This design comes from an exercise in tuning for small area, a short achievable clock period and few clock cycles per item on the open sky130 flow, not from production work. RTL that was checked went through simulation tests only; none was proved equivalent to the original. No functional check of the RTL was part of runs 1 and 4. Power figures rest on the tool's default switching activity, not on a simulated workload.

### design/flow/config.mk
export PLATFORM = sky130hd
export DESIGN_NAME = kg9_decunit
export DESIGN_NICKNAME = kg9_decunit
export VERILOG_FILES = /design/flow/design.v
export SDC_FILE = /design/flow/constraint.sdc
export NUM_CORES = 8
export LEC_CHECK = 0
export ABC_AREA = 0
export CAP_MARGIN = 40
export CORE_MARGIN = 2
export CORE_UTILIZATION = 30
export SLEW_MARGIN = 40
### design/flow/constraint.sdc
create_clock -name core_clock -period 50.0 [get_ports {clk}]
set_input_delay 10.0000 -clock core_clock [delete_from_list [all_inputs] [get_ports {clk}]]
set_output_delay 10.0000 -clock core_clock [all_outputs]
set_load 0.01 [all_outputs]
### design/flow/design.v
module kg9_bcd_addsub (
    input  wire [127:0] x,
    input  wire [127:0] y,
    input  wire         sub,
    input  wire         cin,
    output wire [127:0] s,
    output wire         co,
    output wire         zlo,
    output wire         zall
);
    localparam N = 32;
    wire [N-1:0]   g, p, za, zt;
    wire [4*N-1:0] d0, d1;
    genvar i;
    generate
        for (i = 0; i < N; i = i + 1) begin : g_dig
            wire [3:0] xd = x[4*i +: 4];
            wire [3:0] yd = y[4*i +: 4];
            wire [3:0] yb;
            assign yb[0] = yd[0] ^ sub;
            assign yb[1] = ~yd[1];
            assign yb[2] = ~(yd[2] ^ (yd[1] & ~sub));
            assign yb[3] = sub ? ~yd[3] : (yd[3] | yd[2] | yd[1]);
            wire [4:0] t = xd + yb;
            wire [3:0] v = t[3:0];
            assign g[i] = t[4];
            assign p[i] = &v;
            assign d0[4*i +: 4] = t[4] ? v : v - 4'd6;
            assign d1[4*i +: 4] = (t[4] | (&v)) ? v + 4'd1 : v - 4'd5;
            assign za[i] = ~t[4] & (v == 4'd6);
            assign zt[i] = t[4] & (v == 4'd0);
        end
    endgenerate
    wire [N-1:0] gg, pp;
    kg9_prefix #(.N(N)) u_pre (.g(g), .p(p), .go(gg), .po(pp));
    assign co = gg[N-1] | (pp[N-1] & cin);
    wire [N-1:0] zc;
    generate
        for (i = 0; i < N; i = i + 1) begin : g_out
            wire c = (i == 0) ? cin : (gg[i-1] | (pp[i-1] & cin));
            assign s[4*i +: 4] = c ? d1[4*i +: 4] : d0[4*i +: 4];
            wire cp = (i == 0) ? cin : ~za[i-1];
            assign zc[i] = cp ? p[i] : (za[i] | zt[i]);
        end
    endgenerate
    assign zlo  = &zc[N-2:0];
    assign zall = &zc;
endmodule
module kg9_prefix #(parameter N = 32) (
    input  wire [N-1:0] g,
    input  wire [N-1:0] p,
    output wire [N-1:0] go,
    output wire [N-1:0] po
);
    localparam L = (N <= 2) ? 1 : (N <= 4) ? 2 : (N <= 8) ? 3 : (N <= 16) ? 4 : (N <= 32) ? 5 : 6;
    wire [N-1:0] gl [0:L];
    wire [N-1:0] pl [0:L];
    assign gl[0] = g;
    assign pl[0] = p;
    genvar k, i;
    generate
        for (k = 0; k < L; k = k + 1) begin : g_lvl
            for (i = 0; i < N; i = i + 1) begin : g_b
                if ((i >> k) & 1) begin : g_c
                    localparam integer J = ((i >> k) << k) - 1;
                    assign gl[k+1][i] = gl[k][i] | (pl[k][i] & gl[k][J]);
                    assign pl[k+1][i] = pl[k][i] & pl[k][J];
                end else begin : g_p
                    assign gl[k+1][i] = gl[k][i];
                    assign pl[k+1][i] = pl[k][i];
                end
            end
        end
    endgenerate
    assign go = gl[L];
    assign po = pl[L];
endmodule
module kg9_bcd_x2 #(parameter N = 32) (
    input  wire [4*N-1:0] x,
    output wire [4*N-1:0] y
);
    genvar i;
    generate
        for (i = 0; i < N; i = i + 1) begin : g_dig
            wire [3:0] d = x[4*i +: 4];
            wire       ci;
            if (i == 0) begin : g_c0
                assign ci = 1'b0;
            end else begin : g_c
                wire [3:0] dl = x[4*i-4 +: 4];
                assign ci = dl[3] | (dl[2] & (dl[1] | dl[0]));    
            end
            wire [2:0] h;
            assign h[2] = (d[2] & ~d[1] & ~d[0]) | (d[3] & d[0]);
            assign h[1] = (~d[3] & ~d[2] & d[1]) | (d[2] & d[1] & d[0]) | (d[3] & ~d[0]);
            assign h[0] = (~d[3] & ~d[2] & d[0]) | (d[2] & d[1] & ~d[0]) | (d[3] & ~d[0]);
            assign y[4*i +: 4] = {h, ci};
        end
    endgenerate
endmodule
module kg9_bcd_x5 #(parameter N = 32) (
    input  wire [4*N-1:0] x,
    output wire [4*N-1:0] y
);
    genvar i;
    generate
        for (i = 0; i < N; i = i + 1) begin : g_dig
            wire       od = x[4*i];
            wire [2:0] h;
            if (i == 0) begin : g_h0
                assign h = 3'd0;
            end else begin : g_h
                assign h = x[4*i-1 -: 3];     
            end
            assign y[4*i]     = od ^ h[0];
            assign y[4*i + 1] = od ? (~h[2] & (h[1] ^ h[0])) : h[1];
            assign y[4*i + 2] = od ? (~h[2] & ~(h[1] & h[0])) : h[2];
            assign y[4*i + 3] = od & (h[2] | (h[1] & h[0]));
        end
    endgenerate
endmodule
module kg9_decunit (
    input  wire         clk,
    input  wire         rst,
    input  wire         start,
    input  wire [2:0]   op,
    input  wire [127:0] a,
    input  wire [127:0] b,
    input  wire [13:0]  imm,
    output wire         ready,
    output reg          done,
    output wire [127:0] res,
    output wire [127:0] rem,
    output wire         z,
    output wire         n,
    output reg          dv,
    output reg          exc_data,
    output reg          exc_div
);
    localparam OP_ADDP = 3'd0, OP_SUBP = 3'd1, OP_MULP = 3'd2,
               OP_DIVP = 3'd3, OP_CMPP = 3'd4, OP_SHRP = 3'd5;
    localparam S_IDLE = 4'd8, S_EXEC = 4'd1, S_MUL = 4'd2, S_DIV = 4'd3,
               S_SHL  = 4'd4, S_SHR  = 4'd5, S_SHF = 4'd6, S_NEG = 4'd7;
    reg [3:0]   state;
    reg [2:0]   op_r;
    reg [123:0] x1;
    reg [127:0] x2;
    reg [127:0] x3;
    reg [3:0]   asn, bsn;    
    reg [4:0]   scale;
    reg [5:0]   sh;
    reg [3:0]   rnd;
    reg [4:0]   cnt;         
    reg [3:0]   drop;        
    reg [2:0]   md;          
    reg         mneg;        
    reg         mcy;         
    reg         mbig;        
    reg         m32;         
    reg         mzero;       
    reg [3:0]   qacc;        
    reg [4:0]   la;          
    reg [5:0]   nstep;       
    reg [4:0]   nreal;       
    reg         cur_real;    
    reg         lost;        
    reg         ovf;         
    reg         sflag;       
    reg         remneg;      
    reg [3:0]   resq;        
    reg         mfirst;      
    reg         iscmp;       
    reg         zzn;         
    reg         zsg;         
    reg         remz;        
    reg         qnz;         
    reg [31:0]  lbd;         
    reg [7:0]   bw;          
    reg [47:0]  bhk;         
    reg         tryp;        
    reg         dneg;        
    wire sa = (asn == 4'hD);
    wire sb = (bsn == 4'hD);
    assign ready = state[3];
    assign res   = {resq[3] ? x1[123:93] : x2[123:93], resq[2] ? x1[92:62] : x2[92:62],
                    resq[1] ? x1[61:31]  : x2[61:31],  resq[0] ? x1[30:0]  : x2[30:0],
                    (sflag & !zsg) ? 4'hD : 4'hC};
    assign rem   = {x2[123:0], (remneg & !remz) ? 4'hD : 4'hC};
    assign z     = zzn;
    assign n     = sflag & !zzn;
    function automatic digits_ok(input [123:0] v);
        integer k;
        begin
            digits_ok = 1'b1;
            for (k = 0; k < 31; k = k + 1)
                if (v[4*k+3] & (v[4*k+2] | v[4*k+1])) digits_ok = 1'b0;
        end
    endfunction
    wire a_ok = digits_ok(x1) && (asn == 4'hC || asn == 4'hD || asn == 4'hF);
    wire b_ok = digits_ok(x3[123:0]) && (bsn == 4'hC || bsn == 4'hD || bsn == 4'hF);
    wire bad  = !b_ok || (op_r != OP_SHRP && !a_ok);
    wire [127:0] m1 = x3;
    wire [127:0] m2, m4, m5;
    kg9_bcd_x2 #(.N(32)) u_m2 (.x(m1), .y(m2));
    kg9_bcd_x2 #(.N(32)) u_m4 (.x(m2), .y(m4));
    kg9_bcd_x5 #(.N(32)) u_m5 (.x(m1), .y(m5));
    wire [3:0] mul_sel = {md == 3'd5, md == 3'd4, md == 3'd2 || md == 3'd3, md == 3'd1};
    wire [2:0] md_next = (md == 3'd3) ? 3'd1 : 3'd0;
    function automatic [4:0] recode(input [3:0] d, input c);
        reg [3:0] e, t;
        begin
            e = d + {3'd0, c};
            t = 4'd10 - e;
            if (e >= 4'd6)
                recode = {2'b11, t[2:0]};
            else
                recode = {2'b00, e[2:0]};
        end
    endfunction
    wire [4:0] rc_in  = recode(a[7:4], 1'b0);       
    wire [4:0] rc_sw  = recode(x3[3:0], 1'b0);      
    wire [4:0] rc_nx  = recode(x1[7:4], mcy);       
    wire [30:0] nz3;      
    wire [30:0] top3;     
    genvar gi;
    generate
        for (gi = 0; gi < 31; gi = gi + 1) begin : g_nz3
            assign nz3[gi] = |x3[4*gi +: 4];
            if (gi == 30) begin : g_t
                assign top3[gi] = nz3[gi];
            end else begin : g_o
                assign top3[gi] = nz3[gi] & ~|nz3[30:gi+1];
            end
        end
    endgenerate
    reg [4:0] lb_n;
    reg [3:0] bd1, bd0;
    integer kb;
    always @(*) begin
        lb_n = 5'd0;
        bd1  = 4'd0;
        bd0  = 4'd0;
        for (kb = 0; kb < 31; kb = kb + 1) begin
            lb_n = lb_n | ({5{top3[kb]}} & (kb + 1));
            bd1  = bd1  | ({4{top3[kb]}} & x3[4*kb +: 4]);
            if (kb > 0) bd0 = bd0 | ({4{top3[kb]}} & x3[4*kb-4 +: 4]);
        end
    end
    reg [3:0] rd2, rd1, rd0;
    always @(*) begin
        rd2 = 4'd0;
        rd1 = 4'd0;
        rd0 = 4'd0;
        for (kb = 0; kb < 32; kb = kb + 1) begin
            rd2 = rd2 | ({4{lbd[kb]}} & x2[4*kb +: 4]);
            if (kb < 31) rd1 = rd1 | ({4{lbd[kb+1]}} & x2[4*kb +: 4]);
            if (kb < 30) rd0 = rd0 | ({4{lbd[kb+2]}} & x2[4*kb +: 4]);
        end
    end
    wire [11:0] rw = {rd2, rd1, rd0};
    wire [7:0]  bwn = {bd1, bd0};
    wire [11:0] bwi;                     
    assign bwi[3:0]  = (bd0 == 4'd9) ? 4'd0 : bd0 + 4'd1;
    assign bwi[7:4]  = (bd0 != 4'd9) ? bd1 : (bd1 == 4'd9) ? 4'd0 : bd1 + 4'd1;
    assign bwi[11:8] = {3'd0, bwn == 8'h99};
    wire [11:0] bhi = (lb_n <= 5'd2) ? {4'd0, bwn} : bwi;
    wire [11:0] bhi2, bhi4, bhi5;
    kg9_bcd_x2 #(.N(3)) u_h2 (.x(bhi),  .y(bhi2));
    kg9_bcd_x2 #(.N(3)) u_h4 (.x(bhi2), .y(bhi4));
    kg9_bcd_x5 #(.N(3)) u_h5 (.x(bhi),  .y(bhi5));
    wire [11:0] bw1 = {4'd0, bw};
    wire [11:0] bw2, bw3, bw5, bw6;
    kg9_bcd_x2 #(.N(3)) u_l2 (.x(bw1),  .y(bw2));
    kg9_bcd_x5 #(.N(3)) u_l5 (.x(bw1),  .y(bw5));
    kg9_bcd_x2 #(.N(3)) u_l6 (.x(bw3),  .y(bw6));
    wire [4:0] s30 = bw2[3:0] + bw1[3:0];
    wire       c30 = (s30 > 5'd9);
    wire [4:0] s31 = bw2[7:4] + bw1[7:4] + {4'd0, c30};
    wire       c31 = (s31 > 5'd9);
    assign bw3[3:0]  = c30 ? s30[3:0] + 4'd6 : s30[3:0];
    assign bw3[7:4]  = c31 ? s31[3:0] + 4'd6 : s31[3:0];
    assign bw3[11:8] = bw2[11:8] + {3'd0, c31};
    wire ge1 = (rw >= bhk[11:0]);
    wire ge2 = (rw >= bhk[23:12]);
    wire ge4 = (rw >= bhk[35:24]);
    wire ge5 = (rw >= bhk[47:36]);
    wire lt1 = (rw < bw1);
    wire lt2 = (rw < bw2);
    wire lt3 = (rw < bw3);
    wire lt5 = (rw < bw5);
    wire lt6 = (rw < bw6);
    wire [3:0] est_m   = ge5 ? 4'd5 : ge4 ? 4'd4 : ge2 ? 4'd2 : ge1 ? 4'd1 : 4'd0;
    wire       est_fin = ge5 ? lt6 : ge4 ? lt5 : ge2 ? lt3 : ge1 ? lt2 : lt1;
    wire       div_try = !tryp && !ge1 && !lt1;       
    wire [3:0] div_sel = tryp    ? {3'd0, dneg} :
                         div_try ? 4'b0001 :
                         {est_m == 4'd5, est_m == 4'd4, est_m == 4'd2, est_m == 4'd1};
    wire       div_fin = tryp || (!div_try && est_fin);
    wire [3:0] div_q   = qacc + (tryp ? {3'd0, !dneg} : est_m);
    wire is_mul  = (op_r == OP_MULP);
    wire is_div  = (op_r == OP_DIVP);
    wire is_shrp = (op_r == OP_SHRP);
    wire is_neg  = (state == S_NEG);
    wire eff_sub = sa ^ sb ^ (op_r == OP_SUBP || op_r == OP_CMPP);
    wire zero_x  = is_neg || (state == S_SHF) || (state == S_MUL && mfirst) ||
                   (state == S_EXEC && (is_mul || is_div || is_shrp));
    wire is_exec = (state == S_EXEC);
    wire [3:0] sel = is_mul ? mul_sel :
                     is_div ? (state == S_DIV ? div_sel : 4'b0000) : {3'd0, !is_neg};
    wire [127:0] opy = ({128{sel[0]}} & m1) | ({128{sel[1]}} & m2) |
                       ({128{sel[2]}} & m4) | ({128{sel[3]}} & m5) |
                       ({128{is_neg}} & x2);
    wire [127:0] opx = zero_x ? 128'd0 : x2;
    wire asub   = is_exec ? (is_mul ? mneg : (!is_div && !is_shrp && eff_sub)) :
                  (is_neg || (state == S_DIV && !tryp) || (state == S_MUL && mneg));
    wire rnd_up = is_shrp && sh[5] && (({1'b0, drop} + {1'b0, rnd}) >= 5'd10);
    wire [127:0] sum;
    wire         aco, zlo, zall;
    kg9_bcd_addsub u_add (.x(opx), .y(opy), .sub(asub), .cin(asub | rnd_up),
                          .s(sum), .co(aco), .zlo(zlo), .zall(zall));
    wire [30:0] nz1, top1;
    generate
        for (gi = 0; gi < 31; gi = gi + 1) begin : g_nz1
            assign nz1[gi] = |x1[4*gi +: 4];
            if (gi == 30) begin : g_t
                assign top1[gi] = nz1[gi];
            end else begin : g_o
                assign top1[gi] = nz1[gi] & ~|nz1[30:gi+1];
            end
        end
    endgenerate
    reg [4:0] lead_n;     
    reg [3:0] lead_d;     
    integer k;
    always @(*) begin
        lead_n = 5'd0;
        lead_d = 4'd0;
        for (k = 0; k < 31; k = k + 1) begin
            lead_n = lead_n | ({5{top1[k]}} & (k + 1));
            lead_d = lead_d | ({4{top1[k]}} & x1[4*k +: 4]);
        end
    end
    wire [30:0] pos = 31'd1 << (la - 5'd1);
    reg  [3:0]   d_next;
    reg  [123:0] clr;
    integer j;
    always @(*) begin
        d_next = 4'd0;
        for (j = 0; j < 30; j = j + 1)
            if (pos[j+1]) d_next = x1[4*j +: 4];
        for (j = 0; j < 31; j = j + 1)
            clr[4*j +: 4] = {4{pos[j] & cur_real}};
    end
    wire [123:0] x1c    = x1 & ~clr;
    wire [123:0] x1_qn  = {x1c[119:0], div_q};
    wire [3:0]   d_in   = (state == S_EXEC) ? lead_d : (nreal != 5'd0) ? d_next : 4'd0;
    wire         div_ov = ovf | (x1c[123:120] != 4'd0);
    wire exec_ok = (state == S_EXEC) && !bad;
    wire mul_swap = (lb_n < lead_n);            
    wire mul_go  = (state == S_MUL) || (exec_ok && is_mul && !mul_swap);
    wire shl_go  = (state == S_SHL) || (exec_ok && is_shrp && sh != 6'd0 && !sh[5]);
    wire shr_go  = (state == S_SHR) || (exec_ok && is_shrp && sh[5]);
    wire shf_go  = (state == S_SHF) || (exec_ok && is_shrp && sh == 6'd0);
    wire [5:0] mlen = {1'b0, lead_n} + {1'b0, lb_n};    
    wire mul_ov  = (is_exec ? (mlen >= 6'd33) : mbig) |
                   ((is_exec ? (mlen == 6'd32) : m32) & (sum[127:124] != 4'd0));
    wire x2_shift = (state == S_EXEC && is_div) ||
                    (state == S_DIV && div_fin && nstep != 6'd0);
    always @(posedge clk)
        x2 <= state[3] ? {4'd0, a[127:4]} :
              x2_shift ? {sum[123:0], d_in} : sum;
    always @(posedge clk) begin
        begin
            done <= 1'b0;
            if (state[3]) begin
                op_r  <= op;
                x1    <= a[127:4];
                x3    <= {4'd0, b[127:4]};
                asn   <= a[3:0];
                bsn   <= b[3:0];
                scale <= imm[4:0];
                sh    <= imm[13:8];
                rnd   <= imm[3:0];
                cnt   <= imm[13] ? (~imm[12:8] + 5'd1) : imm[12:8];
                {mcy, mneg, md} <= rc_in;
                qacc  <= 4'd0;
                qnz   <= 1'b0;
                lost  <= 1'b0;
                ovf   <= 1'b0;
                drop  <= 4'd0;
                resq[0] <= (op == OP_DIVP);
                resq[1] <= (op[1:0] == 2'b11);
                iscmp <= (op == OP_CMPP);
                if (start) begin
                    dv    <= 1'b0;
                    state <= S_EXEC;
                end
            end
            if (state == S_EXEC) begin
                exc_data <= 1'b0;
                exc_div  <= 1'b0;
                remneg   <= sa;
                resq[2]  <= is_div;
                resq[3]  <= (op_r[1:0] == 2'b11);
                if (bad) begin
                    exc_data <= 1'b1;
                    done     <= 1'b1;
                    state    <= S_IDLE;
                end else begin
                    case (op_r)
                        OP_ADDP, OP_SUBP, OP_CMPP: begin
                            zzn <= iscmp ? zall : zlo;
                            zsg <= zall;
                            if (eff_sub) begin
                                sflag <= aco ? sa : !sa;
                                if (!aco && !iscmp) begin
                                    state <= S_NEG;    
                                end else begin
                                    done  <= 1'b1;
                                    state <= S_IDLE;
                                end
                            end else begin
                                sflag <= sa;
                                if (!iscmp) dv <= (sum[127:124] != 4'd0);
                                done  <= 1'b1;
                                state <= S_IDLE;
                            end
                        end
                        OP_MULP: begin
                            sflag <= sa ^ sb;
                            state <= S_MUL;
                            mfirst <= mul_swap;
                            mbig   <= (mlen >= 6'd33);
                            m32    <= (mlen == 6'd32);
                            mzero  <= (lead_n == 5'd0) || (lb_n == 5'd0);
                            if (mul_swap) begin
                                x1 <= x3[123:0];
                                x3 <= {4'd0, x1};
                                {mcy, mneg, md} <= rc_sw;
                            end
                        end
                        OP_DIVP: begin
                            sflag <= sa ^ sb;
                            if (lb_n == 5'd0) begin
                                exc_div <= 1'b1;
                                done    <= 1'b1;
                                state   <= S_IDLE;
                            end else if (lead_n == 5'd0) begin
                                zzn   <= 1'b1;
                                zsg   <= 1'b1;
                                remz  <= 1'b1;
                                done  <= 1'b1;
                                state <= S_IDLE;
                            end else begin
                                la       <= lead_n;
                                lbd      <= 32'd1 << lb_n;
                                bw       <= {bd1, bd0};
                                bhk      <= {bhi5, bhi4, bhi2, bhi};
                                tryp     <= 1'b0;
                                nreal    <= lead_n - 5'd1;
                                cur_real <= 1'b1;
                                nstep    <= {1'b0, lead_n} + {1'b0, scale} - 6'd1;
                                state    <= S_DIV;
                            end
                        end
                        default: sflag <= sb;    
                    endcase
                end
            end
            if (state == S_NEG) begin
                zzn   <= zlo;
                zsg   <= zall;
                done  <= 1'b1;
                state <= S_IDLE;
            end
            if (mul_go) begin
                mfirst <= 1'b0;
                if (md_next == 3'd0) begin
                    x1   <= {4'd0, x1[123:4]};
                    x3   <= {x3[123:0], 4'd0};
                    {mcy, mneg, md} <= rc_nx;
                    if (x1[123:4] == 120'd0 && !mcy) begin
                        dv    <= mul_ov;
                        zzn   <= zlo;
                        zsg   <= is_exec ? ((lead_n == 5'd0) || (lb_n == 5'd0)) : mzero;
                        done  <= 1'b1;
                        state <= S_IDLE;
                    end
                end else begin
                    md <= md_next;
                end
            end
            if (state == S_DIV) begin
                tryp <= div_try;
                dneg <= !aco;
                if (div_fin) begin
                    x1    <= x1_qn;
                    ovf   <= div_ov;
                    qacc  <= 4'd0;
                    qnz   <= qnz | (div_q != 4'd0);
                    nstep <= nstep - 6'd1;
                    nreal <= (nreal != 5'd0) ? nreal - 5'd1 : 5'd0;
                    cur_real <= (nreal != 5'd0);
                    if (div_ov) begin
                        exc_div <= 1'b1;
                        done    <= 1'b1;
                        state   <= S_IDLE;
                    end else if (nstep == 6'd0) begin
                        zzn   <= !(qnz | (div_q != 4'd0));
                        zsg   <= !(qnz | (div_q != 4'd0));
                        remz  <= zall;
                        done  <= 1'b1;
                        state <= S_IDLE;
                    end else begin
                    end
                end else begin
                    qacc <= div_q;
                end
            end
            if (shl_go) begin
                x3    <= {x3[123:0], 4'd0};
                lost  <= lost | (x3[123:120] != 4'd0);
                cnt   <= cnt - 5'd1;
                state <= (cnt == 5'd1) ? S_SHF : S_SHL;
            end
            if (shr_go) begin
                x3    <= {4'd0, x3[127:4]};
                drop  <= x3[3:0];
                cnt   <= cnt - 5'd1;
                state <= (cnt == 5'd1) ? S_SHF : S_SHR;
            end
            if (shf_go) begin
                dv    <= lost;
                zzn   <= zlo;
                zsg   <= zlo & !lost;
                done  <= 1'b1;
                state <= S_IDLE;
            end
        end
        if (rst) begin
            state <= S_IDLE;
            done  <= 1'b0;
        end
    end
endmodule
### design/flow/run.sh
#!/bin/bash
# synth_recipe.tcl (not shown) runs the flow's synth.tcl, then flattens the netlist and writes it again
# the make line also repeats each setting of config.mk as NAME=value (left out here)
make -C /OpenROAD-flow-scripts/flow DESIGN_CONFIG=/design/flow/config.mk WORK_HOME=/design/flow/orfs CLKGATE_MAP_FILE= SYNTH_SCRIPT=/design/flow/synth_recipe.tcl finish
==> notes.md, run 1 <==
r2r startpoint lbd[24]; via count 80360; detailed-route wire length 429000 um; Static Leak 0.03024 uW; GR Layer Usage met2 50.35%; asr flop ratio synth 0%; Hold Vio Cnt, Final 0; endpoints failing setup 0; drc violations 0; Max H-tree Level 3; combinational fraction of design power 70.1%; Initial DRT Pass Iterations 7; peak supply drop 0.04033 mV; Max Root-Sink Buffers 3; core area 221900 sq um; CTS tree yes; Sw Ratio 55.57%; mux contribution to synthesized area 7.113%; die area 226700 sq um; Max-slew headroom 36.08%; Most Frequent Cell on Critical Path buf_4; CP Data Required Time 50490 ps; Psw 2577 uW; Design Area, Final 78040 sq um; Hold Startpoint nstep[5]; Power Density 59.43 nW/um^2; DRT iter0 DRCs 12750; Tightest Pin Transition 957.5 ps; Final Cycle Share 26.81%; setup ws final 36600 ps; unrepaired setup endpoints after global routing false; max-cap viol count 0; post-placement cell area 75130 sq um; grt peak-use layer met2; post-synth cell types 114; final setup TNS 0 ps; EDFF count, synth 126; CP startpoint kind flop; post-route ant nets 0; post-DP HPWL 337400 um; Synth Area in XOR/XNOR 3.457%; DP Worst Slack 37200 ps; Cell Int Power 2061 uW; largest net degree at the start of global routing 169; Worst Skew 51.52 ps; Sink Count 536; Crit Path Max Fanout 47; status complete, no violations; Cells after Synth 9313; Tot Pwr 4638 uW; Worst setup EP type flop; hold_ws 465.6 ps; Adder-Cell Fraction of Synth Area 9.998%; sequential share of the synthesized area 17.93%; FF-to-FF End sflag; Die Ht 476.2 um; ys flop type dfxtp_1; initial core utilization 30.14%; hold_buf cts 0; total grt overflow 0; I/O pins 539; hold path depth 2; Clock transition at path regs 70 ps; Avg WL per Cell 34.45 um; Area Growth Syn to Fin 16.70%; first-pass GRT wire length 587100 um; vias in the first global route 73100; Max Slew Vio Count 0; yosys warns 2; Avg Synthesized Cell Area 7.181 sq um; PortBufs 529; Hold Path Sink nstep[5]; delay of the slowest cell on the worst path 970 ps; Clk pwr share 12.9%; antenna violations before repair 45; CP max-delay cell or4_1; largest family of logic cells by synthesized area compound AO/OA/AOI/OAI gates; routed vias/inst 6.454; crit path time final 13400 ps; M1 GR Usage 46.36%; Sequential Power Share 17.0%; mapped cell area 66880 sq um; crit path kind flop to flop; chip width 476.2 um; register bit total from synthesis 536; # nets final 10160; CTS Buf Count 77; clock latency on the worst-skew pair 760 ps; routability cong. 1.074; standard-cell rows 173; Reg2Reg Setup Slack 36600 ps; Hold Crit Class flop to flop; fraction of layout cells with a size suffix above 1 8.813%; fmax 0.07460 GHz; R2R depth 34; Synth Area in Compound Gates 30.71%; Root Buffer clkbuf_16; simple-gate share of the synthesized area 22.00%; # resized after CTS 0; post-CTS setup buffers 0; crit path DAT 13900 ps; met3 Use GR 10.50%; Total GRT Usage 35.83%
-- cell families after synthesis --
family / count (synthesis)
simple gates: 3026
compound gates: 3141
xor+xnor: 264
other cells: 2
buf+inv: 1401
flops: 536
fa+ha+maj: 492
mux: 451
-- cell usage after synthesis (all sizes together) (98+ instances only) --
cell type / instances / area, sq um
nor2: 851 / 3199
nand2: 788 / 2960
a21oi: 754 / 3789
o21ai: 688 / 3455
clkbuf: 672 / 2522
inv: 483 / 1813
a211oi: 433 / 3266
ha: 420 / 5255
dfxtp: 410 / 8208
nand3: 306 / 1546
mux2i: 284 / 2843
buf: 238 / 1498
a22oi: 233 / 1749
nor3: 218 / 1112
xnor2: 189 / 1655
mux2: 164 / 1847
and2: 159 / 994.7
nor4: 133 / 963.4
edfxtp: 126 / 3784
a21boi: 111 / 833.3
nand4: 105 / 656.9
a31oi: 98 / 619.3
-- power by group through the flow --
stage | combinational [uW] | sequential (uW) | clock (uW)
floorplan | 2040 | 609 | 0
global placement | 3060 | 777 | 0
detailed placement | 3130 | 775 | 0
CTS | 3150 | 767 | 597
global route | 3480 | 778 | 612
finish | 3250 | 790 | 598
-- per-stage QoR --
step,util (%),instances
after floorplan,-,9317
after global placement,33.75,12280
after detailed placement,33.86,12280
after CTS,35.03,12420
after global routing,35.15,12430
final,35.18,12450
-- worst max-delay path by stage --
stage,from,end,slack [ps],cells after the start
finish,lbd[24],sflag,36600,34
global route,lbd[24],sflag,36560,34
CTS,lbd[24],sflag,37130,34
detailed placement,lbd[24],sflag,37200,34
global placement,lbd[24],sflag,37050,33
floorplan,a[4],md[2],38860,11
-- worst max-delay path: cells and delay by family (launching register included) --
kind,cells,cell delay [ps]
AOI/OAI and AO/OA,14,5120
adders and majority gates,3,1150
xor gates and xnor gates,2,680
and+or+nand+nor,9,3260
DFF,1,730
buffers and inverters,6,2060
-- layout by cell type, fill, tap and decap left out, types with 35 or more instances in the layout --
cell             Yosys  final
a31oi_1             97     96
buf_4              136    356
ha_1               420    420
clkdlybuf4s50_1      0    529
edfxtp_1           126    126
nand2b_1            79     79
and2_1             156    155
clkbuf_16            0     80
nand3_1            303    302
nand4_1            105    105
inv_1              477    476
nor2b_1             82     80
o211ai_1            59     59
or3_1               44     44
fa_1                71     71
mux2_2             164    164
o2111ai_1           66     66
o31ai_1             86     79
a22oi_1            233    233
xnor2_1            189    188
mux2i_1            284    284
xor2_1              75     75
o21ai_0            674    671
a32oi_1             35     35
o221ai_1            51     50
a21o_1              93     92
dfxtp_1            410    394
nor3_1             215    209
and3_1              41     41
nor2_1             849    843
a21oi_1            752    749
a21boi_0           110    109
a211oi_1           430    430
or4_1               62     62
a221oi_1            51     51
nor4_1             119    104
nand2_1            787    784
o22ai_1             84     83
-- metal layers --
metal | share of wire (%) | routed length (um)
met1 | 40 | 170500
met4 | 8.7 | 37180
met2 | 40 | 171200
met5 | 0.032 | 139
met3 | 12 | 50010
-- final cells by class --
type / count / area, sq um
well taps: 2975 / 3722
flip-flops and latches: 536 / 12010
clock buffers: 103 / 2178
inverters: 491 / 1852
clock inverters: 37 / 409.1
multi-input cells: 7380 / 49510
diodes: 25 / 62.56
fillers: 23430 / 143800
repair buffers: 905 / 8298
-- sequential cells by signal, indices dropped and copies added (netlist names), 6 cells and up --
register and flops:
bhk 32, bw 8, lbd 32, nstep 6, sh 6, x1 124
x2 128, x3 128
==> run 2, diff against run 1 <==
--- a/design/flow/design.v
+++ b/design/flow/design.v
@@ -158,6 +158,7 @@
     reg         mbig;        
     reg         m32;         
     reg         mzero;       
+    reg         negdo;       
     reg [3:0]   qacc;        
     reg [4:0]   la;          
     reg [5:0]   nstep;       
@@ -300,13 +301,14 @@
     wire is_mul  = (op_r == OP_MULP);
     wire is_div  = (op_r == OP_DIVP);
     wire is_shrp = (op_r == OP_SHRP);
-    wire is_neg  = (state == S_NEG);
+    wire is_neg  = (state == S_NEG) && negdo;
     wire eff_sub = sa ^ sb ^ (op_r == OP_SUBP || op_r == OP_CMPP);
     wire zero_x  = is_neg || (state == S_SHF) || (state == S_MUL && mfirst) ||
                    (state == S_EXEC && (is_mul || is_div || is_shrp));
     wire is_exec = (state == S_EXEC);
     wire [3:0] sel = is_mul ? mul_sel :
-                     is_div ? (state == S_DIV ? div_sel : 4'b0000) : {3'd0, !is_neg};
+                     is_div ? (state == S_DIV ? div_sel : 4'b0000) :
+                     {3'd0, state != S_NEG};
     wire [127:0] opy = ({128{sel[0]}} & m1) | ({128{sel[1]}} & m2) |
                        ({128{sel[2]}} & m4) | ({128{sel[3]}} & m5) |
                        ({128{is_neg}} & x2);
@@ -362,6 +364,8 @@
     wire shr_go  = (state == S_SHR) || (exec_ok && is_shrp && sh[5]);
     wire shf_go  = (state == S_SHF) || (exec_ok && is_shrp && sh == 6'd0);
     wire [5:0] mlen = {1'b0, lead_n} + {1'b0, lb_n};    
+    wire ab_gt = (lead_n > lb_n) || (lead_n == lb_n && lead_d > bd1);
+    wire ab_lt = (lead_n < lb_n) || (lead_n == lb_n && lead_d < bd1);
     wire mul_ov  = (is_exec ? (mlen >= 6'd33) : mbig) |
                    ((is_exec ? (mlen == 6'd32) : m32) & (sum[127:124] != 4'd0));
     wire x2_shift = (state == S_EXEC && is_div) ||
@@ -413,8 +417,9 @@
                             zsg <= zall;
                             if (eff_sub) begin
                                 sflag <= aco ? sa : !sa;
-                                if (!aco && !iscmp) begin
-                                    state <= S_NEG;    
+                                negdo <= ab_lt | !aco;
+                                if (!ab_gt && !iscmp) begin
+                                    state <= S_NEG;
                                 end else begin
                                     done  <= 1'b1;
                                     state <= S_IDLE;
@@ -468,6 +473,7 @@
                 end
             end
             if (state == S_NEG) begin
+                sflag <= negdo ? !sa : sa;
                 zzn   <= zlo;
                 zsg   <= zall;
                 done  <= 1'b1;
==> run 2 against run 1 <==
  * Still clean on timing, DRC and antenna
  * Power shrank 3.4%
  * Combinational power shrank 7.4%
  * Register-to-register slack gained 890 ps
  * Largest power group unchanged
==> notes.md, run 2 <==
register bit total from synthesis 537 (was 536); total grt overflow 0 (unchanged); I/O pins 539 (unchanged); peak supply drop 0.03230 mV (was 0.04033 mV); Max-slew headroom 35.66% (was 36.08%); r2r startpoint lbd[27] (was lbd[24]); post-CTS setup buffers 0 (unchanged); sequential share of the synthesized area 18.13% (was 17.93%); Psw 2460 uW (was 2577 uW); Clk pwr share 13.1% (was 12.9%); Avg Synthesized Cell Area 7.250 sq um (was 7.181 sq um); unrepaired setup endpoints after global routing false (unchanged); mapped cell area 66320 sq um (was 66880 sq um); Clock transition at path regs 60 ps (was 70 ps); max-cap viol count 0 (unchanged); CP startpoint kind flop (unchanged); CP max-delay cell dfxtp_1 (was or4_1); post-DP HPWL 305100 um (was 337400 um); Tot Pwr 4482 uW (was 4638 uW); standard-cell rows 172 (was 173); FF-to-FF End x2[66] (was sflag); Critical Path, Cell by Cell mux2_2 -> clkdlybuf4s50_1; crit path kind flop to output pin (was flop to flop); Initial DRT Pass Iterations 9 (was 7); Cell Int Power 2022 uW (was 2061 uW); Synth area leaders dfxtp_1, ha_1, a21oi_1, edfxtp_1, o21ai_0 (was dfxtp_1, ha_1, edfxtp_1, a21oi_1, o21ai_0); Sw Ratio 54.89% (was 55.57%); CTS tree yes (unchanged); Die Ht 474.2 um (was 476.2 um); Crit Path Max Fanout 7 (was 47); status complete, no violations (unchanged); vias in the first global route 71400 (was 73100); initial core utilization 30.19% (was 30.14%); endpoints failing setup 0 (unchanged); # resized after CTS 0 (unchanged); crit path time final 12690 ps (was 13400 ps); Design Area, Final 76870 sq um (was 78040 sq um); Cells after Synth 9148 (was 9313); Root Buffer clkbuf_16 (unchanged); Static Leak 0.03003 uW (was 0.03024 uW); Sequential Power Share 19.7% (was 17.0%); Synth area leader dfxtp_1 (unchanged); most common cell after layout, fill and taps aside a21oi_1 (was nor2_1); most frequent cells in the layout a21oi_1, nor2_1, nand2_1, o21ai_0, clkdlybuf4s50_1 (was nor2_1, nand2_1, a21oi_1, o21ai_0, clkdlybuf4s50_1); yosys warns 2 (unchanged); ys flop type dfxtp_1 (unchanged); Hold Startpoint qnz (was nstep[5]); fraction of layout cells with a size suffix above 1 8.722% (was 8.813%); R2R depth 37 (was 34); Max Root-Sink Buffers 3 (unchanged); chip width 474.2 um (was 476.2 um); DP Worst Slack 37770 ps (was 37200 ps); largest net degree at the start of global routing 165 (was 169); post-placement cell area 74170 sq um (was 75130 sq um); post-synth cell types 119 (was 114); Reg2Reg Setup Slack 37490 ps (was 36600 ps); post-route ant nets 0 (unchanged); Hold Path Sink qnz (was nstep[5]); delay of the slowest cell on the worst path 930 ps (was 970 ps); Hold Crit Class flop to flop (unchanged); fmax 0.07878 GHz (was 0.07460 GHz); antenna violations before repair 57 (was 45); Hold Vio Cnt, Final 0 (unchanged); detailed-route wire length 389400 um (was 429000 um); hold path depth 1 (was 2); setup ws final 37310 ps (was 36600 ps); Worst setup EP type output pin (was flop); Final Cycle Share 25.39% (was 26.81%); drc violations 0 (unchanged); Sink Count 537 (was 536); Max Slew Vio Count 0 (unchanged); crit path DAT 2690 ps (was 13900 ps); PortBufs 529 (unchanged); post-synth top area share 12.38% (was 12.27%); routability cong. 1.049 (was 1.074); CP Data Required Time 40000 ps (was 50490 ps); Max H-tree Level 3 (unchanged); Fillers 23230 (was 23430); Avg WL per Cell 31.93 um (was 34.45 um); EDFF count, synth 127 (was 126); asr flop ratio synth 0% (unchanged); combinational fraction of design power 67.2% (was 70.1%); hold_buf cts 0 (unchanged); final setup TNS 0 ps (unchanged); Tightest Pin Transition 963.7 ps (was 957.5 ps); count leader, synth a21oi_1 (was nor2_1); # nets final 9930 (was 10160); DRT iter0 DRCs 11330 (was 12750); Area Growth Syn to Fin 15.90% (was 16.70%); clock latency on the worst-skew pair 780 ps (was 760 ps); CTS Buf Count 78 (was 77); first-pass GRT wire length 540500 um (was 587100 um); biggest regs x2: 128 flops, x3: 128 flops, x1: 124 flops (unchanged); Synth top cells by count a21oi_1, nor2_1, nand2_1, clkbuf_1, o21ai_0 (was nor2_1, nand2_1, a21oi_1, o21ai_0, clkbuf_1); core area 219700 sq um (was 221900 sq um); routed vias/inst 6.406 (was 6.454); die area 224900 sq um (was 226700 sq um); Worst Skew 63.01 ps (was 51.52 ps); Total GRT Usage 32.98% (was 35.83%); via count 78130 (was 80360); Power Density 58.31 nW/um^2 (was 59.43 nW/um^2)
[run 2: final cells by class]
class                      count  area, sq um  area share (%)
antenna                       21        52.55         0.06836
clock buffer                  97         2105           2.738
clock inverter                42        432.9          0.5632
inverter                     507         1908           2.482
multi-input combinational   7200        48950           63.68
sequential                   537        12050           15.67
tap                         2958         3701           4.815
timing repair buffer         835         7676           9.986
[run 2: per-stage QoR]
stage          util (%)  cells  hold WS, ps
3_3_place_gp      33.65  12030        451.7
5_1_grt           34.96  12180        495.3
4_1_cts           34.91  12170        467.3
3_5_place_dp      33.75  12030        448.3
6_report          34.99  12200        472.4
2_1_floorplan         -   9152        432.4
[run 2: logic make-up after synthesis]
logic type,share of synthesized area (%)
AOI/OAI and AO/OA,32.86
muxes,7.189
DFF,18.13
adders and majority gates,10.14
and+or+nand+nor,19.51
buffers and inverters,8.842
other,0.01132
xor gates and xnor gates,3.315
[run 2: power groups by stage]
stage	combinational (uW)	clock (uW)	sequential (uW)
after floorplan	2060	0	607
after global placement	2840	0	864
after detailed placement	2920	0	863
after CTS	2930	592	854
after global routing	3270	603	867
final	3010	588	884
[run 2: worst max-delay path, delay by kind of cell (launching register included)]
kind	cells	cell delay [ps]
DFF	1	930
muxes	1	420
buffers and inverters	1	570
[run 2: metal layers]
metal | share of wire (%) | GRT usage [%] | vias to the layer above
li1 | - | - | 33880
met1 | 40 | 42.84 | 37840
met2 | 40 | 47.57 | 5285
met3 | 13 | 10.46 | 1088
met4 | 6.8 | 19.08 | 42
met5 | 0.070 | 0 | -
[run 2: how the worst max path moves through the flow]
stage                     startpoint  slack [ps]       end  cells after the start
after detailed placement     lbd[27]       37770    x2[66]                     37
after CTS                    resq[1]       37320   res[46]                      3
after global routing         lbd[27]       37110    x2[66]                     37
after floorplan              resq[3]       38890  res[100]                      2
after global placement       lbd[27]       37640    x2[66]                     37
final                         x2[80]       37310   res[84]                      2
Testbench counts of run 2, summed over its fixed seeds: cycles 12,996, ops 2,400.
==> run 3, diff against run 2 <==
==> design/flow/flow/run.sh (new file) <==
#!/bin/bash
# Layout: the standard flow (standard.sh) unchanged, except that the
# buffers ORFS puts on the input and output ports are buf_1 cells.
set -e
export BUFFER_PORTS_ARGS="-buffer_cell sky130_fd_sc_hd__buf_1"
bash standard.sh > standard.log 2>&1
==> design/flow/standard.sh (new file) <==
#!/bin/bash
# synth_recipe.tcl (not shown) runs the flow's synth.tcl, then flattens the netlist and writes it again
# the make line also repeats each setting of config.mk as NAME=value (left out here)
make -C /OpenROAD-flow-scripts/flow DESIGN_CONFIG=/design/flow/config.mk WORK_HOME=/design/flow/orfs CLKGATE_MAP_FILE= SYNTH_SCRIPT=/design/flow/synth_recipe.tcl "${@:-finish}"
--- a/design/flow/config.mk
+++ b/design/flow/config.mk
@@ -8,5 +8,5 @@
 export ABC_AREA = 0
 export CAP_MARGIN = 40
 export CORE_MARGIN = 2
-export CORE_UTILIZATION = 30
+export CORE_UTILIZATION = 36
 export SLEW_MARGIN = 40
removed: design/flow/run.sh
==> run 3 against run 2 <==
  * Still clean on timing, DRC and antenna
  * Core utilization grew 5.0 points
  * Critical path depth is the same
  * Synthesized cell count is the same
  * Routed wire length grew 0.88%
  * Worst setup slack gained 100 ps
  * Combinational power shrank 1%
  * Global-route usage grew 7.0 points
  * Sequential share of layout area grew 0.79 points
  * Highest routed layer unchanged
==> notes.md, run 3 <==
status complete, no violations (unchanged); CTS tree yes (unchanged); clock latency on the worst-skew pair 770 ps (was 780 ps); Synth top cells by count a21oi_1, nor2_1, nand2_1, clkbuf_1, o21ai_0 (unchanged); ys flop type dfxtp_1 (unchanged); vias in the first global route 71370 (was 71400); Area Growth Syn to Fin 10.33% (was 15.90%); Power Density 60.45 nW/um^2 (was 58.31 nW/um^2); crit path kind flop to output pin (unchanged); Buf/Inv on CP 1 (unchanged); post-synth cell types 119 (unchanged); crit path DAT 2590 ps (was 2690 ps); biggest regs x2: 128 flops, x3: 128 flops, x1: 124 flops (unchanged); Psw 2484 uW (was 2460 uW); routability cong. 1.077 (was 1.049); final setup TNS 0 ps (unchanged); Worst setup EP type output pin (unchanged); Clk pwr share 13.7% (was 13.1%); # resized after CTS 0 (unchanged); I/O pins 539 (unchanged); post-synth top area share 12.38% (unchanged); Tightest Pin Transition 1024 ps (was 963.7 ps); M1 GR Usage 49.46% (was 42.84%); Max Root-Sink Buffers 3 (unchanged); Crit path depth 2 (unchanged); die area 187700 sq um (was 224900 sq um); Worst Setup SP x2[86] (was x2[80]); Hold Crit Class flop to flop (unchanged); Initial DRT Pass Iterations 10 (was 9); delay of the slowest cell on the worst path 910 ps (was 930 ps); sequential share of the synthesized area 18.13% (unchanged); PortBufs 529 (unchanged); total grt overflow 0 (unchanged); Synth Area in Compound Gates 32.86% (unchanged); CP Data Required Time 40000 ps (about the same); Sw Ratio 56.14% (was 54.89%); Sequential Power Share 19.2% (was 19.7%); drc violations 0 (unchanged); Fillers 19250 (was 23230); Design Area, Final 73170 sq um (was 76870 sq um); yosys warns 2 (unchanged); Root Buffer clkbuf_16 (unchanged); largest net degree at the start of global routing 166 (was 165); # nets final 9931 (was 9930); count leader, synth a21oi_1 (unchanged); met3 Use GR 12.00% (was 10.46%); Max Slew Vio Count 0 (unchanged); Worst Skew 58.83 ps (was 63.01 ps); Synth Area in XOR/XNOR 3.315% (unchanged); standard-cell rows 157 (was 172); Cells after Synth 9148 (unchanged); Post-Layout Cell Count 11730 (was 12200); initial core utilization 36.23% (was 30.19%); fmax 0.07943 GHz (was 0.07878 GHz); most common cell after layout, fill and taps aside a21oi_1 (unchanged); largest family of logic cells by synthesized area compound AO/OA/AOI/OAI gates (unchanged); chip width 433.2 um (was 474.2 um); Cell Int Power 1940 uW (was 2022 uW); peak supply drop 0.05515 mV (was 0.03230 mV); asr flop ratio synth 0% (unchanged); family with the most delay on the worst path flip-flops (unchanged); Synth area leader dfxtp_1 (unchanged); post-route ant nets 0 (unchanged); Avg Synthesized Cell Area 7.250 sq um (unchanged); core area 183100 sq um (was 219700 sq um); GR Layer Usage met2 57.95% (was 47.57%); simple-gate share of the synthesized area 19.51% (unchanged); hold path depth 1 (unchanged); routed vias/inst 6.723 (was 6.406); Final Cycle Share 25.18% (was 25.39%); DRT iter0 DRCs 11230 (was 11330); combinational fraction of design power 67.1% (was 67.2%); Sink Count 537 (unchanged); grt peak-use layer met2 (unchanged); hold_buf cts 0 (unchanged); via count 78830 (was 78130); r2r startpoint lbd[22] (was lbd[27]); Synth area leaders dfxtp_1, ha_1, a21oi_1, edfxtp_1, o21ai_0 (unchanged); register area 12040 sq um (was 12050 sq um); Die Ht 433.2 um (was 474.2 um); Crit Path Max Fanout 7 (unchanged); Critical Path, Cell by Cell mux2_2 -> buf_1 (was mux2_2 -> clkdlybuf4s50_1); area of the multi-input gates 48990 sq um (was 48950 sq um); max-cap viol count 0 (unchanged); first-pass GRT wire length 542900 um (was 540500 um); Hold Vio Cnt, Final 0 (unchanged); Hold Startpoint ovf (was qnz); post-DP HPWL 304200 um (was 305100 um); Placed Cells 11540 (was 12030); fraction of layout cells with a size suffix above 1 8.677% (was 8.722%); CP max-delay cell dfxtp_1 (unchanged); EDFF count, synth 127 (unchanged); endpoints failing setup 0 (unchanged); most frequent cells in the layout a21oi_1, nor2_1, nand2_1, o21ai_0, buf_1 (was a21oi_1, nor2_1, nand2_1, o21ai_0, clkdlybuf4s50_1); Avg WL per Cell 33.51 um (was 31.93 um); crit path time final 12590 ps (was 12690 ps); Static Leak 0.02867 uW (was 0.03003 uW); R2R depth 32 (was 37); post-CTS setup buffers 0 (unchanged); CTS Buf Count 77 (was 78); Max H-tree Level 3 (unchanged); CP startpoint kind flop (unchanged); Total GRT Usage 40.02% (was 32.98%); register bit total from synthesis 537 (unchanged); Clock transition at path regs 60 ps (about the same); unrepaired setup endpoints after global routing false (unchanged); post-placement cell area 70230 sq um (was 74170 sq um); mapped cell area 66320 sq um (unchanged); detailed-route wire length 392900 um (was 389400 um); mux contribution to synthesized area 7.189% (unchanged); antenna violations before repair 46 (was 57); Adder-Cell Fraction of Synth Area 10.14% (unchanged); Max-slew headroom 31.66% (was 35.66%)
run 3: cell count changes in the layout (fill, tap and decap cells not counted), sizes merged:
cell,previous run,this run
clkinvlp,6,3
clkbuf,99,101
clkdlybuf4s50,529,0
bufinv,6,8
clkinv,29,31
buf,304,836
diode,21,41
inv,508,504
run 3: power by group through the flow:
stage | sequential [uW] | clock [uW] | combinational [uW]
floorplan | 607 | 0 | 2060
global placement | 823 | 0 | 2780
detailed placement | 823 | 0 | 2860
CTS | 815 | 606 | 2880
global route | 828 | 623 | 3210
finish | 847 | 606 | 2970
run 3: cell type report:
class | count | area share (%)
multi-input combinational | 7200 | 66.96
timing repair buffer | 837 | 6.019
tap | 2464 | 4.213
inverter | 507 | 2.608
clock inverter | 39 | 0.5899
clock buffer | 100 | 3.018
antenna | 41 | 0.1402
sequential | 537 | 16.46
run 3: routing by layer:
| metal | up-vias | share of wire, % | wire length [um] |
|---|---|---|---|
| met5 | - | 0.058 | 229 |
| met4 | 28 | 9.1 | 35890 |
| met3 | 1324 | 12 | 47760 |
| met2 | 5621 | 41 | 160800 |
| met1 | 37950 | 38 | 148200 |
| li1 | 33900 | - | - |
run 3: cell families after synthesis:
family / after synthesis
xor+xnor: 251
other cells: 2
simple gates: 2650
flops: 537
compound gates: 3347
fa+ha+maj: 495
mux: 451
buf+inv: 1415
run 3: final timing paths:
check	to	slack (ps)
worst max-delay path	res[90]	37410
worst min-delay path	ovf	490
worst max register to register	x2[63]	37880
worst min register to register	ovf	490
run 3: per-stage QoR:
stage	setup WS [ps]	hold WS (ps)	util, %	total power, uW
final	37410	486.7	39.97	4424
after global routing	37470	515.1	39.91	4661
after CTS	37600	481.8	39.80	4297
after detailed placement	37880	472.3	38.36	3685
after global placement	37840	463.7	38.24	3603
after floorplan	38890	432.4	-	2668
==> run 4, diff against run 3 <==
--- a/design/flow/design.v
+++ b/design/flow/design.v
@@ -281,10 +281,27 @@
     assign bw3[3:0]  = c30 ? s30[3:0] + 4'd6 : s30[3:0];
     assign bw3[7:4]  = c31 ? s31[3:0] + 4'd6 : s31[3:0];
     assign bw3[11:8] = bw2[11:8] + {3'd0, c31};
-    wire ge1 = (rw >= bhk[11:0]);
-    wire ge2 = (rw >= bhk[23:12]);
-    wire ge4 = (rw >= bhk[35:24]);
-    wire ge5 = (rw >= bhk[47:36]);
+    function automatic dgt(input [3:0] r, input [3:0] t);    
+        reg [3:0] e;
+        begin
+            e = r ~^ t;
+            dgt = (r[3] & ~t[3]) | (e[3] & ((r[2] & ~t[2]) |
+                  (e[2] & ((r[1] & ~t[1]) | (e[1] & r[0] & ~t[0])))));
+        end
+    endfunction
+    function automatic ge3(input [11:0] r, input [11:0] t);
+        reg g2, e2, g1, e1, g0;
+        begin
+            g2 = dgt(r[11:8], t[11:8]);  e2 = (r[11:8] == t[11:8]);
+            g1 = dgt(r[7:4], t[7:4]);    e1 = (r[7:4] == t[7:4]);
+            g0 = dgt(r[3:0], t[3:0]) | (r[3:0] == t[3:0]);
+            ge3 = g2 | (e2 & (g1 | (e1 & g0)));
+        end
+    endfunction
+    wire ge1 = ge3(rw, bhk[11:0]);
+    wire ge2 = ge3(rw, bhk[23:12]);
+    wire ge4 = ge3(rw, bhk[35:24]);
+    wire ge5 = ge3(rw, bhk[47:36]);
     wire lt1 = (rw < bw1);
     wire lt2 = (rw < bw2);
     wire lt3 = (rw < bw3);
@@ -293,9 +310,8 @@
     wire [3:0] est_m   = ge5 ? 4'd5 : ge4 ? 4'd4 : ge2 ? 4'd2 : ge1 ? 4'd1 : 4'd0;
     wire       est_fin = ge5 ? lt6 : ge4 ? lt5 : ge2 ? lt3 : ge1 ? lt2 : lt1;
     wire       div_try = !tryp && !ge1 && !lt1;       
-    wire [3:0] div_sel = tryp    ? {3'd0, dneg} :
-                         div_try ? 4'b0001 :
-                         {est_m == 4'd5, est_m == 4'd4, est_m == 4'd2, est_m == 4'd1};
+    wire [3:0] div_sel = tryp ? {3'd0, dneg} :
+                         {ge5, ge4 & !ge5, ge2 & !ge4, (ge1 & !ge2) | (!ge1 & !lt1)};
     wire       div_fin = tryp || (!div_try && est_fin);
     wire [3:0] div_q   = qacc + (tryp ? {3'd0, !dneg} : est_m);
     wire is_mul  = (op_r == OP_MULP);
==> design/flow/run.sh (new file) <==
#!/bin/bash
# synth_recipe.tcl (not shown) runs the flow's synth.tcl, then flattens the netlist and writes it again
# the make line also repeats each setting of config.mk as NAME=value (left out here)
make -C /OpenROAD-flow-scripts/flow DESIGN_CONFIG=/design/flow/config.mk WORK_HOME=/design/flow/orfs CLKGATE_MAP_FILE= SYNTH_SCRIPT=/design/flow/synth_recipe.tcl finish
--- a/design/flow/config.mk
+++ b/design/flow/config.mk
@@ -8,5 +8,5 @@
 export ABC_AREA = 0
 export CAP_MARGIN = 40
 export CORE_MARGIN = 2
-export CORE_UTILIZATION = 36
+export CORE_UTILIZATION = 30
 export SLEW_MARGIN = 40
removed: design/flow/flow/run.sh
removed: design/flow/standard.sh
==> run 4 against run 3 <==
  * Clock skew shrank 19 ps
  * Synthesized area up 1.5%
  * Power grew 12%
  * Via count is 6.8% higher
  * Sequential cell count unchanged
  * Register-to-register slack got worse by 690 ps
  * Global-route usage is 1.9 points higher
  * Synthesized cell count increased by 2.0%
  * First-iteration DRC count grew 22%
  * Combinational power increased by 18%
  * Still clean on timing, DRC and antenna
  * Maximum frequency is 2.7% lower
==> notes.md, run 4 <==
fmax 0.07726 GHz (was 0.07943 GHz); Sink Count 537 (unchanged); R2R depth 35 (was 32); routability cong. 1.113 (was 1.077); sequential share of the synthesized area 17.86% (was 18.13%); # nets final 10220 (was 9931); Sw Ratio 57.89% (was 56.14%); vias in the first global route 76980 (was 71370); endpoints failing setup 0 (unchanged); Max Slew Vio Count 0 (unchanged); mapped cell area 67320 sq um (was 66320 sq um); hold path depth 2 (was 1); count leader, synth o21ai_0 (was a21oi_1); biggest regs x2: 128 flops, x3: 128 flops, x1: 124 flops (unchanged); crit path time final 12940 ps (was 12590 ps); Reg2Reg Setup Slack 37190 ps (was 37880 ps); Synth area leaders dfxtp_1, ha_1, o21ai_0, edfxtp_1, a21oi_1 (was dfxtp_1, ha_1, a21oi_1, edfxtp_1, o21ai_0); routed vias/inst 6.688 (was 6.723); largest net degree at the start of global routing 136 (was 166); Max Root-Sink Buffers 3 (unchanged); max-cap viol count 0 (unchanged); first-pass GRT wire length 667200 um (was 542900 um); Psw 2858 uW (was 2484 uW); via count 84160 (was 78830); DRT iter0 DRCs 13730 (was 11230); Hold Vio Cnt, Final 0 (unchanged); Hold Startpoint x3[32] (was ovf); antenna violations before repair 94 (was 46); CTS tree yes (unchanged); Avg Synthesized Cell Area 7.215 sq um (was 7.250 sq um); fraction of layout cells with a size suffix above 1 10.35% (was 8.677%); peak supply drop 0.04568 mV (was 0.05515 mV); Clk pwr share 12.4% (was 13.7%); Max-slew headroom 30.03% (was 31.66%); register area 12070 sq um (was 12040 sq um); Total GRT Usage 41.94% (was 40.02%); Cell Int Power 2079 uW (was 1940 uW); Static Leak 0.03097 uW (was 0.02867 uW); post-route ant nets 0 (unchanged); CP Data Required Time 40000 ps (about the same); Initial DRT Pass Iterations 9 (was 10); Crit Path Max Fanout 31 (was 7); drc violations 0 (unchanged); core area 222700 sq um (was 183100 sq um); Root Buffer clkbuf_16 (unchanged); yosys warns 2 (unchanged); Synth top cells by count o21ai_0, nand2_1, nor2_1, a21oi_1, clkbuf_1 (was a21oi_1, nor2_1, nand2_1, clkbuf_1, o21ai_0); Synth area leader dfxtp_1 (unchanged); die area 228200 sq um (was 187700 sq um); area of the multi-input gates 50140 sq um (was 48990 sq um); CP startpoint kind flop (unchanged); Area Growth Syn to Fin 17.98% (was 10.33%); detailed-route wire length 499900 um (was 392900 um); final setup TNS 0 ps (unchanged); register bit total from synthesis 537 (unchanged); crit path kind flop to output pin (unchanged); CTS Buf Count 76 (was 77); Worst Skew 39.76 ps (was 58.83 ps); Hold Crit Class flop to flop (unchanged); Fillers 23520 (was 19250); Die Ht 477.7 um (was 433.2 um); post-CTS setup buffers 0 (unchanged); standard-cell rows 173 (was 157); post-DP HPWL 385700 um (was 304200 um); initial core utilization 30.22% (was 36.23%); r2r startpoint lbd[23] (was lbd[22]); post-placement cell area 76310 sq um (was 70230 sq um); # resized after CTS 0 (unchanged); Tightest Pin Transition 1048 ps (was 1024 ps); Worst setup EP type output pin (unchanged); ys flop type dfxtp_1 (unchanged); Clock transition at path regs 60 ps (about the same); most common cell after layout, fill and taps aside o21ai_0 (was a21oi_1); EDFF count, synth 127 (unchanged); I/O pins 539 (unchanged); chip width 477.7 um (was 433.2 um); combinational fraction of design power 71.1% (was 67.1%); post-synth top area share 12.19% (was 12.38%); total grt overflow 0 (unchanged); Final Cycle Share 25.89% (was 25.18%); asr flop ratio synth 0% (unchanged); clock latency on the worst-skew pair 790 ps (was 770 ps); Design Area, Final 79430 sq um (was 73170 sq um); status complete, no violations (unchanged); crit path DAT 2940 ps (was 2590 ps); most frequent cells in the layout o21ai_0, nand2_1, nor2_1, a21oi_1, clkdlybuf4s50_1 (was a21oi_1, nor2_1, nand2_1, o21ai_0, buf_1); Avg WL per Cell 39.73 um (was 33.51 um); post-synth cell types 110 (was 119); unrepaired setup endpoints after global routing false (unchanged); Cells after Synth 9330 (was 9148); hold_buf cts 0 (unchanged); Sequential Power Share 16.4% (was 19.2%); FF-to-FF End x2[111] (was x2[63]); PortBufs 529 (unchanged); Hold Path Sink x3[28] (was ovf); Power Density 62.17 nW/um^2 (was 60.45 nW/um^2); Max H-tree Level 3 (unchanged)
## run 4: metrics by stage
stage	total power, uW	setup WS [ps]	hold WS [ps]	instances	utilization (%)
after floorplan	2670	38890	441.4	9334	-
after global placement	4069	37000	442.3	12340	34.08
after detailed placement	4125	37610	461.8	12350	34.26
after CTS	4750	37150	467.5	12490	35.45
after global routing	5126	37020	488.4	12520	35.59
final	4938	37060	465.7	12580	35.66
## run 4: worst max-delay path by stage
stage	endpoint	cells after the start	from	slack (ps)
global placement	x2[111]	34	lbd[23]	37000
floorplan	res[100]	2	resq[3]	38890
detailed placement	dv	36	lbd[23]	37610
global route	x2[111]	35	lbd[15]	37020
finish	res[34]	3	resq[0]	37060
CTS	res[34]	3	resq[0]	37150
## run 4: cells by family after synthesis
kind of cell,Yosys count,synth area share [%]
AOI/OAI and AO/OA,3200,31.11
and+or+nand+nor,2954,21.44
buffers and inverters,1401,8.685
DFF,537,17.86
muxes,508,7.908
adders and majority gates,486,9.825
xor gates and xnor gates,242,3.160
other,2,0.01116
## run 4: cell type report
cell class / instances / area share (%)
multi-input combinational: 7396 / 63.13
sequential: 537 / 15.19
timing repair buffer: 971 / 11.10
tap: 2975 / 4.687
clock buffer: 92 / 2.598
inverter: 476 / 2.270
clock inverter: 50 / 0.7514
antenna: 86 / 0.2710
## run 4: worst max-delay path: stages, from the launching register on
cell and delay [ps]:
edfxtp_1 320, buf_4 470, mux2_2 300, clkdlybuf4s50_1 1010
## run 4: layer usage
layer | part of all wire [%] | up-vias | GRT usage, %
met5 | 0.076 | - | 0.02101
met4 | 12 | 54 | 40.39
met3 | 12 | 1976 | 13.85
met2 | 40 | 6816 | 59.15
met1 | 37 | 40520 | 49.27
li1 | - | 34790 | -
## run 4: power by group through the flow
stage	Clock, uW	Sequential (uW)	Combinational (uW)
global placement	0	789	3280
global route	626	790	3710
floorplan	0	611	2060
CTS	613	781	3360
detailed placement	0	789	3340
finish	614	811	3510

-- afterwards: timing with drivers on the ports --
In the flow no input, the clock included, has a driving cell. The finished layouts below were timed again as built, in two steps.
Step 1 sets driving cells, clkbuf_16 on the clock port and buf_2 on the other inputs (assumed; they add their load-dependent delay and slew).
Step 2 adds t to the input delays and takes it off the output delays; t is the mean of the earliest and latest rising clock arrival at the registers after step 1. Input paths then give back, and output paths get back, about the clock's delay inside the block.
Slacks: ideal / step 1 / step 2; pairs: ideal / step 1.
run | t (ns) | slack for setup (ns) | hold WS [ns] | clock arrival spread, ns | worst register clock-pin slew, ns
run 1 | 0.825 | 36.596 / 36.596 / 36.596 | 0.466 / 0.466 / 0.466 | 0.052 / 0.052 | 0.07 / 0.07
run 2 | 0.838 | 37.307 / 37.214 / 37.490 | 0.472 / 0.472 / 0.472 | 0.063 / 0.064 | 0.07 / 0.07
run 3 | 0.835 | 37.411 / 37.321 / 37.876 | 0.487 / 0.487 / 0.487 | 0.059 / 0.059 | 0.08 / 0.08
run 4 | 0.864 | 37.056 / 36.960 / 37.193 | 0.466 / 0.466 / 0.466 | 0.039 / 0.040 | 0.07 / 0.07
After both steps setup and hold are still met in every run listed.
